This is an optimization exercise on Yosys and OpenROAD, whose aim is small area, a short achievable clock period and few clock cycles per item, not a production implementation. Only simulation tests tie the RTL to the original design; equivalence was not proved.

==> run a <==
## sht_codegen
module sht_codegen (
  input  wire         clk,
  input  wire         rst,           
  input  wire [127:0] key,           
  input  wire         req_valid,
  output wire         req_ready,
  input  wire         req_fixed,     
  input  wire [31:0]  req_frame,     
  input  wire [31:0]  req_salt,      
  input  wire [5:0]   req_addr,      
  input  wire [23:0]  req_train,     
  input  wire [5:0]   req_pulses,    
  input  wire [4:0]   req_window,    
  output wire         off_valid,
  input  wire         off_ready,
  output wire [9:0]   off_data,      
  output wire         off_last,      
  output reg  [15:0]  keychk,
  output reg          keychk_valid
);
export LEC_CHECK = 0
export ABC_AREA = 1
export CAP_MARGIN = 20
export CELL_PAD_IN_SITES_DETAIL_PLACEMENT = 2
export CELL_PAD_IN_SITES_GLOBAL_PLACEMENT = 2
export CORE_MARGIN = 2
export CORE_UTILIZATION = 30
export PLACE_DENSITY = 0.5
export SETUP_SLACK_MARGIN = 5
export SLEW_MARGIN = 20
create_clock -name core_clock -period 12.0 [get_ports {clk}]
standard.sh (not shown) runs the stock make flow with config.mk's settings and CLKGATE_MAP_FILE= SYNTH_SCRIPT=/design/flow/synth_recipe.tcl, a recipe that flattens the netlist after the stock synthesis.
==> flow/flow/run.sh <==
#!/bin/bash
# Own layout flow: the standard flow (standard.sh), except that the
# synthesis maps the combinational logic with an area-oriented ABC script
# (flow/abc.script) that keeps the XOR gates of the AES datapath as XOR
# cells. Registers are mapped before ABC runs, so they are the standard
# synthesis's. Each step's output goes to a log file in this folder.
set -euo pipefail
W=$(pwd)
export FLOW_ABC_SCRIPT="$W/flow/abc.script"
export FLOW_REF_SYNTH="$W/synth_recipe.tcl"
bash standard.sh SYNTH_SCRIPT="$W/flow/synth_abc.tcl" synth > "$W/synth.log" 2>&1
bash standard.sh SETUP_SLACK_MARGIN=7.75 finish > "$W/layout.log" 2>&1
==> flow/flow/abc.script <==
strash
&get -n
&dch -f
&nf
&put
==> flow/flow/synth_abc.tcl <==
# The standard flow's synthesis script (synth_recipe.tcl), with ABC's mapping script
# replaced by flow/abc.script. Everything else, flip-flop mapping included,
# is unchanged.
proc abc {args} {
  set i [lsearch -exact $args -script]
  if { $i >= 0 } {
    lset args [expr { $i + 1 }] $::env(FLOW_ABC_SCRIPT)
  }
  yosys abc {*}$args
}
source $::env(FLOW_REF_SYNTH)
==> run b: changes against run a <==
--- a/flow/flow/run.sh
+++ b/flow/flow/run.sh
@@ -9,4 +9,4 @@
 export FLOW_ABC_SCRIPT="$W/flow/abc.script"
 export FLOW_REF_SYNTH="$W/synth_recipe.tcl"
 bash standard.sh SYNTH_SCRIPT="$W/flow/synth_abc.tcl" synth > "$W/synth.log" 2>&1
-bash standard.sh SETUP_SLACK_MARGIN=7.75 finish > "$W/layout.log" 2>&1
+bash standard.sh SETUP_SLACK_MARGIN=8.25 finish > "$W/layout.log" 2>&1
--- a/flow/config.mk
+++ b/flow/config.mk
@@ -5,12 +5,13 @@
 export SDC_FILE = /design/flow/constraint.sdc
 export NUM_CORES = 4
 export LEC_CHECK = 0
-export ABC_AREA = 1
 export CAP_MARGIN = 20
 export CELL_PAD_IN_SITES_DETAIL_PLACEMENT = 2
 export CELL_PAD_IN_SITES_GLOBAL_PLACEMENT = 2
 export CORE_MARGIN = 2
 export CORE_UTILIZATION = 30
+export CTS_CLUSTER_DIAMETER = 200
+export CTS_CLUSTER_SIZE = 20
 export PLACE_DENSITY = 0.5
 export SETUP_SLACK_MARGIN = 5
 export SLEW_MARGIN = 20
==> notes <==
Synthesized area is the same in run b and run a.
Between run a and run b, the lower via count is in run a (gap about 1.3%, measured against run b).
Against run b, the global-route usage of run a is lower by 0.12 points.
Run a ran to the end with no violations. Run b finished clean.
Cell count: run a is smaller than run b (about 0.8%).
Testbench counts of run a, summed over its fixed seeds: cycles 37,634, items 25,639.
Testbench counts of run b, summed over its fixed seeds: cycles 37,634, items 25,639.

* * *

==> run M <==
sht_codegen again, from the RTL that the note above started with.
export LEC_CHECK = 0
export ABC_AREA = 1
export CAP_MARGIN = 20
export CELL_PAD_IN_SITES_DETAIL_PLACEMENT = 2
export CELL_PAD_IN_SITES_GLOBAL_PLACEMENT = 2
export CORE_MARGIN = 2
export CORE_UTILIZATION = 30
export PLACE_DENSITY = 0.5
export SETUP_SLACK_MARGIN = 5
export SLEW_MARGIN = 20
create_clock -name core_clock -period 12.0 [get_ports {clk}]
==> flow/flow/run.sh <==
#!/bin/bash
# Own layout flow: the standard flow (standard.sh), except that the
# synthesis maps the combinational logic with an area-oriented ABC script
# (flow/abc.script) that keeps the XOR gates of the AES datapath as XOR
# cells. Registers are mapped before ABC runs, so they are the standard
# synthesis's. Each step's output goes to a log file in this folder.
set -euo pipefail
W=$(pwd)
export FLOW_ABC_SCRIPT="$W/flow/abc.script"
export FLOW_REF_SYNTH="$W/synth_recipe.tcl"
bash standard.sh SYNTH_SCRIPT="$W/flow/synth_abc.tcl" synth > "$W/synth.log" 2>&1
bash standard.sh SETUP_SLACK_MARGIN=8.25 finish > "$W/layout.log" 2>&1
Scripts as last shown in full above: flow/flow/abc.script, flow/flow/synth_abc.tcl
==> run A (differences from run M) <==
==> flow/flow/run.sh (replaced) <==
#!/bin/bash
set -euo pipefail
W=$(pwd)
export FLOW_ABC_SCRIPT="$W/flow/abc.script"
export FLOW_REF_SYNTH="$W/synth_recipe.tcl"
bash standard.sh SYNTH_SCRIPT="$W/flow/synth_abc.tcl" synth > "$W/synth.log" 2>&1
bash standard.sh SETUP_SLACK_MARGIN=8.25 finish > "$W/layout.log" 2>&1
ABC_AREA = unset   (was 1)
CORE_UTILIZATION = 60   (was 30)
CTS_CLUSTER_DIAMETER = 200   (was unset)
CTS_CLUSTER_SIZE = 20   (was unset)
PLACE_DENSITY = 0.75   (was 0.5)
==> notes <==
Area after synthesis is the same in run M and run A.
Synthesized cell count is the same in run A and run M.
Run A never finished: it broke off in 3_5_place_dp with DPL-0033. Run M completed without violations.
Testbench counts of run M, summed over its fixed seeds: cycles 37,634, items 25,639.
Testbench counts of run A, summed over its fixed seeds: cycles 37,634, items 25,639.

[afterwards: timing with drivers on the ports]
Ports are ideal in the flow. The routed layouts listed here were re-timed in OpenROAD.
Step 1 assumes that a clkbuf_16 drives the clock port and a buf_2 every other input.
Step 2 times the ports against the registers' clock, not the clock port: input delays grow and output delays shrink by t, the midpoint of the rising clock arrivals with the driver on.
Slacks: ideal / step 1 / step 2; pairs: ideal / step 1.
run	t (ns)	slack for setup (ns)	hold WS [ns]	worst setup path after step 2	latest minus earliest clock arrival (ns)
run a of note 1	0.892	7.776 / 7.781 / 6.947	0.417 / 0.417 / 0.417	input to register	0.032 / 0.032
run b of note 1	0.824	8.233 / 8.138 / 7.398	0.424 / 0.424 / 0.424	input to register	0.038 / 0.038
run M of note 2	0.885	8.171 / 8.078 / 7.446	0.418 / 0.418 / 0.418	input to register	0.024 / 0.025
After both steps setup and hold are still met in every run listed. The setup slack of run b of note 1, which loses most, moves by -0.095 ns with the drivers and by -0.835 ns with both steps.
